Context: an optimization exercise on an open-source flow, tuned for small area, a short achievable clock period and few clock cycles per item. The choices shown serve that exercise and are no tape-out recipe. In this exercise RTL edits were held to simulation tests only and were not proved equivalent to the original.

// rs_col_decoder
module rs_col_decoder (
    input  wire       clk,
    input  wire       rst,
    input  wire       in_valid,
    output wire       in_ready,
    input  wire [7:0] in_data,
    input  wire       in_erase,
    output reg        corr_valid,
    output reg  [7:0] corr_pos,
    output reg  [7:0] corr_val,
    output reg        res_valid,
    output reg        res_fail
);
    localparam integer M  = 7;      
    localparam integer N  = 35;     
    localparam integer D  = 34;     
    localparam [33*8-1:0] POWJ = {8'h9d, 8'hc0, 8'h60, 8'h30, 8'h18, 8'h0c, 8'h06, 8'h03, 8'h8f, 8'hc9, 8'hea, 8'h75, 8'hb4, 8'h5a, 8'h2d, 8'h98, 8'h4c, 8'h26, 8'h13, 8'h87, 8'hcd, 8'he8, 8'h74, 8'h3a, 8'h1d, 8'h80, 8'h40, 8'h20, 8'h10, 8'h08, 8'h04, 8'h02, 8'h01};
    localparam [33*8-1:0] NEGJ = {8'h09, 8'h12, 8'h24, 8'h48, 8'h90, 8'h3d, 8'h7a, 8'hf4, 8'hf5, 8'hf7, 8'hf3, 8'hfb, 8'heb, 8'hcb, 8'h8b, 8'h0b, 8'h16, 8'h2c, 8'h58, 8'hb0, 8'h7d, 8'hfa, 8'he9, 8'hcf, 8'h83, 8'h1b, 8'h36, 8'h6c, 8'hd8, 8'had, 8'h47, 8'h8e, 8'h01};
    localparam [7:0] ALPHA_247 = 8'h83;    
    localparam [7:0] ALPHA_INV = 8'h8e;    
    localparam [63:0] IDENT = 64'h8040201008040201;
    function [7:0] xa1(input [7:0] v);
        xa1 = {v[6:0], 1'b0} ^ (v[7] ? 8'h1d : 8'h00);
    endfunction
    function [63:0] mat(input [7:0] v);
        reg [7:0] t;
        integer q;
        begin
            t = v;
            for (q = 0; q < 8; q = q + 1) begin
                mat[8*q +: 8] = t;
                t = xa1(t);
            end
        end
    endfunction
    function [7:0] mmul(input [63:0] m, input [7:0] x);
  ...
Size in the first run: roughly 12000 cells after synthesis, roughly 32 I/O pins, about 110000 um^2 of cells after synthesis.
clock: 12.0 ns
lec_check: 0
cap_margin: 20
core_margin: 2
core_utilization: 30
slew_margin: 20
run.sh (not shown) runs the stock make flow with config.mk's settings and CLKGATE_MAP_FILE= SYNTH_SCRIPT=/design/flow/synth_recipe.tcl, a recipe that flattens the netlist after the stock synthesis.
Testbench counts at the start, summed over its fixed seeds: cycles 203,173, columns 800.
Change:
--- a/flow/config.mk
+++ b/flow/config.mk
@@ -8,4 +8,6 @@
 export CAP_MARGIN = 20
 export CORE_MARGIN = 2
-export CORE_UTILIZATION = 30
+export CORE_UTILIZATION = 60
+export CTS_CLUSTER_DIAMETER = 60
+export CTS_CLUSTER_SIZE = 30
 export SLEW_MARGIN = 20
- count of clock-buffer cells in the layout is lower by 165
- area after synthesis stays the same
- clock skew is lower by 47 ps
- final cell count is lower by about 16%
- final area is lower by 4.7%
- worst setup slack is worse by 250 ps
- routed wire length is lower by 0.36%
- die area is lower by 50%
- global-route usage is higher by 20 points

* * *

Another version of the RTL of rs_col_decoder (not shown whole).
For scale: roughly 11000 cells after synthesis, about 32 I/O pins.
clock: 12.0 ns
lec_check: 0
cap_margin: 20
core_margin: 2
core_utilization: 70
cts_cluster_diameter: 80
cts_cluster_size: 25
slew_margin: 20
standard.sh (not shown) runs the stock make flow with config.mk's settings and CLKGATE_MAP_FILE= SYNTH_SCRIPT=/design/flow/synth_recipe.tcl, a recipe that flattens the netlist after the stock synthesis.
==> flow/flow/run.sh <==
#!/bin/bash
# Standard layout with three changes:
#  - the port buffers of buffer_ports are buf_4,
#  - timing repair aims at a setup slack of 8.75 ns (the design runs well
#    below the 12 ns clock),
#  - clock tree synthesis adds no dummy loads.
export BUFFER_PORTS_ARGS="-buffer_cell sky130_fd_sc_hd__buf_4"
export SETUP_SLACK_MARGIN=8.75
export CTS_ARGS="-sink_clustering_enable -repair_clock_nets -sink_clustering_size 25 -sink_clustering_max_diameter 80 -dont_use_dummy_load"
bash standard.sh > standard.log 2>&1
The baseline finished clean.
Testbench counts at the start, summed over its fixed seeds: cycles 203,246, columns 800.
Edit:
--- a/flow/flow/run.sh
+++ b/flow/flow/run.sh
@@ -9 +9 @@
-export CTS_ARGS="-sink_clustering_enable -repair_clock_nets -sink_clustering_size 25 -sink_clustering_max_diameter 80 -dont_use_dummy_load"
+export CTS_ARGS="-sink_clustering_enable -repair_clock_nets -sink_clustering_size 25 -sink_clustering_max_diameter 80 -dont_use_dummy_load -sink_clustering_levels 2"
After rerunning: Via count is unchanged. Count of clock-buffer cells in the layout is unchanged. Global-route usage stays the same. Final cell count is unchanged. Wire length does not change. Die area is unchanged.
Edit:
--- a/flow/flow/run.sh
+++ b/flow/flow/run.sh
@@ -9 +9 @@
-export CTS_ARGS="-sink_clustering_enable -repair_clock_nets -sink_clustering_size 25 -sink_clustering_max_diameter 80 -dont_use_dummy_load -sink_clustering_levels 2"
+export CTS_ARGS="-sink_clustering_enable -repair_clock_nets -sink_clustering_size 30 -sink_clustering_max_diameter 60 -dont_use_dummy_load"
--- a/flow/config.mk
+++ b/flow/config.mk
@@ -11,2 +11,2 @@
-export CTS_CLUSTER_DIAMETER = 80
-export CTS_CLUSTER_SIZE = 25
+export CTS_CLUSTER_DIAMETER = 60
+export CTS_CLUSTER_SIZE = 30
Outcome:
- The changed run passed the timing, design-rule and antenna checks
- register-to-register slack barely changes
- area after synthesis is unchanged
- cell area increases by 0.62%
- die area does not change
- worst hold slack degrades by 0.0059 ns
Edit:
==> flow/flow/run.sh (replaced) <==
#!/bin/bash
# Standard layout with three changes:
#  - the port buffers of buffer_ports are buf_4,
#  - timing repair aims at a setup slack of 8.55 ns (the design runs well
#    below the 12 ns clock),
#  - clock tree synthesis adds no dummy loads.
export BUFFER_PORTS_ARGS="-buffer_cell sky130_fd_sc_hd__buf_4"
export SETUP_SLACK_MARGIN=8.55
export CTS_ARGS="-sink_clustering_enable -repair_clock_nets -sink_clustering_size 25 -sink_clustering_max_diameter 80 -dont_use_dummy_load"
bash standard.sh > standard.log 2>&1
--- a/flow/config.mk
+++ b/flow/config.mk
@@ -11,2 +11,2 @@
-export CTS_CLUSTER_DIAMETER = 60
-export CTS_CLUSTER_SIZE = 30
+export CTS_CLUSTER_DIAMETER = 80
+export CTS_CLUSTER_SIZE = 25
What happened: The changed run finished clean. Wire length is higher slightly. Non-clock buffer count went down by 10. Clock-buffer cell count went down by 26. Synthesized area is unchanged. Setup slack gains 0.034 ns. Core utilization drops by 0.82 points.
Edit:
==> flow/flow/run.sh (replaced) <==
#!/bin/bash
# Standard layout with three changes:
#  - the port buffers of buffer_ports are buf_4,
#  - timing repair aims at a setup slack of 8.75 ns (the design runs well
#    below the 12 ns clock),
#  - clock tree synthesis adds no dummy loads.
export BUFFER_PORTS_ARGS="-buffer_cell sky130_fd_sc_hd__buf_4"
export SETUP_SLACK_MARGIN=8.75
export CTS_ARGS="-sink_clustering_enable -repair_clock_nets -sink_clustering_size 25 -sink_clustering_max_diameter 80 -dont_use_dummy_load -balance_levels"
bash standard.sh > standard.log 2>&1
Cell count barely changes. Wire length fell by 1.4%. Design area rose by 0.49%. Register-to-register slack improves by 0.22 ns.

-- re-timing with driven ports --
The flow's constraints put no driver on any port. The routed layouts listed below were extracted and timed again, unchanged, in two steps. Step 1 assumes that a clkbuf_16 drives the clock port and a buf_2 every other input. Step 2 moves the port delays by t, midway between the first and last clock arrival at a register: inputs arrive t later, outputs are due t later. That takes back most of the time a late clock gives input paths. Slacks: ideal ports / drivers / drivers and shift; pairs: ideal ports / drivers.
run | t (ns) | slack for setup (ns) | slew at the worst register clock pin (ns) | worst slew at a driven data input, ns
the first run of note 1 | 1.030 | 7.321 / 7.321 / 7.098 | 0.08 / 0.08 | 0.10
the second run of note 1 | 0.946 | 7.071 / 7.071 / 7.026 | 0.11 / 0.11 | 0.12
the first run of note 2 | 0.818 | 8.343 / 8.254 / 8.075 | 0.10 / 0.10 | 0.03
the second run of note 2 | 0.818 | 8.343 / 8.254 / 8.075 | 0.10 / 0.10 | 0.03
the third run of note 2 | 0.848 | 8.318 / 8.229 / 8.059 | 0.11 / 0.11 | 0.03
the fourth run of note 2 | 0.812 | 8.352 / 8.263 / 7.959 | 0.11 / 0.11 | 0.13
the fifth run of note 2 | 0.818 | 8.343 / 8.254 / 8.075 | 0.10 / 0.10 | 0.03
After both steps setup and hold are still met in every run listed. The setup slack of the fourth run of note 2, which loses most, moves by -0.089 ns with the drivers and by -0.393 ns with both steps.
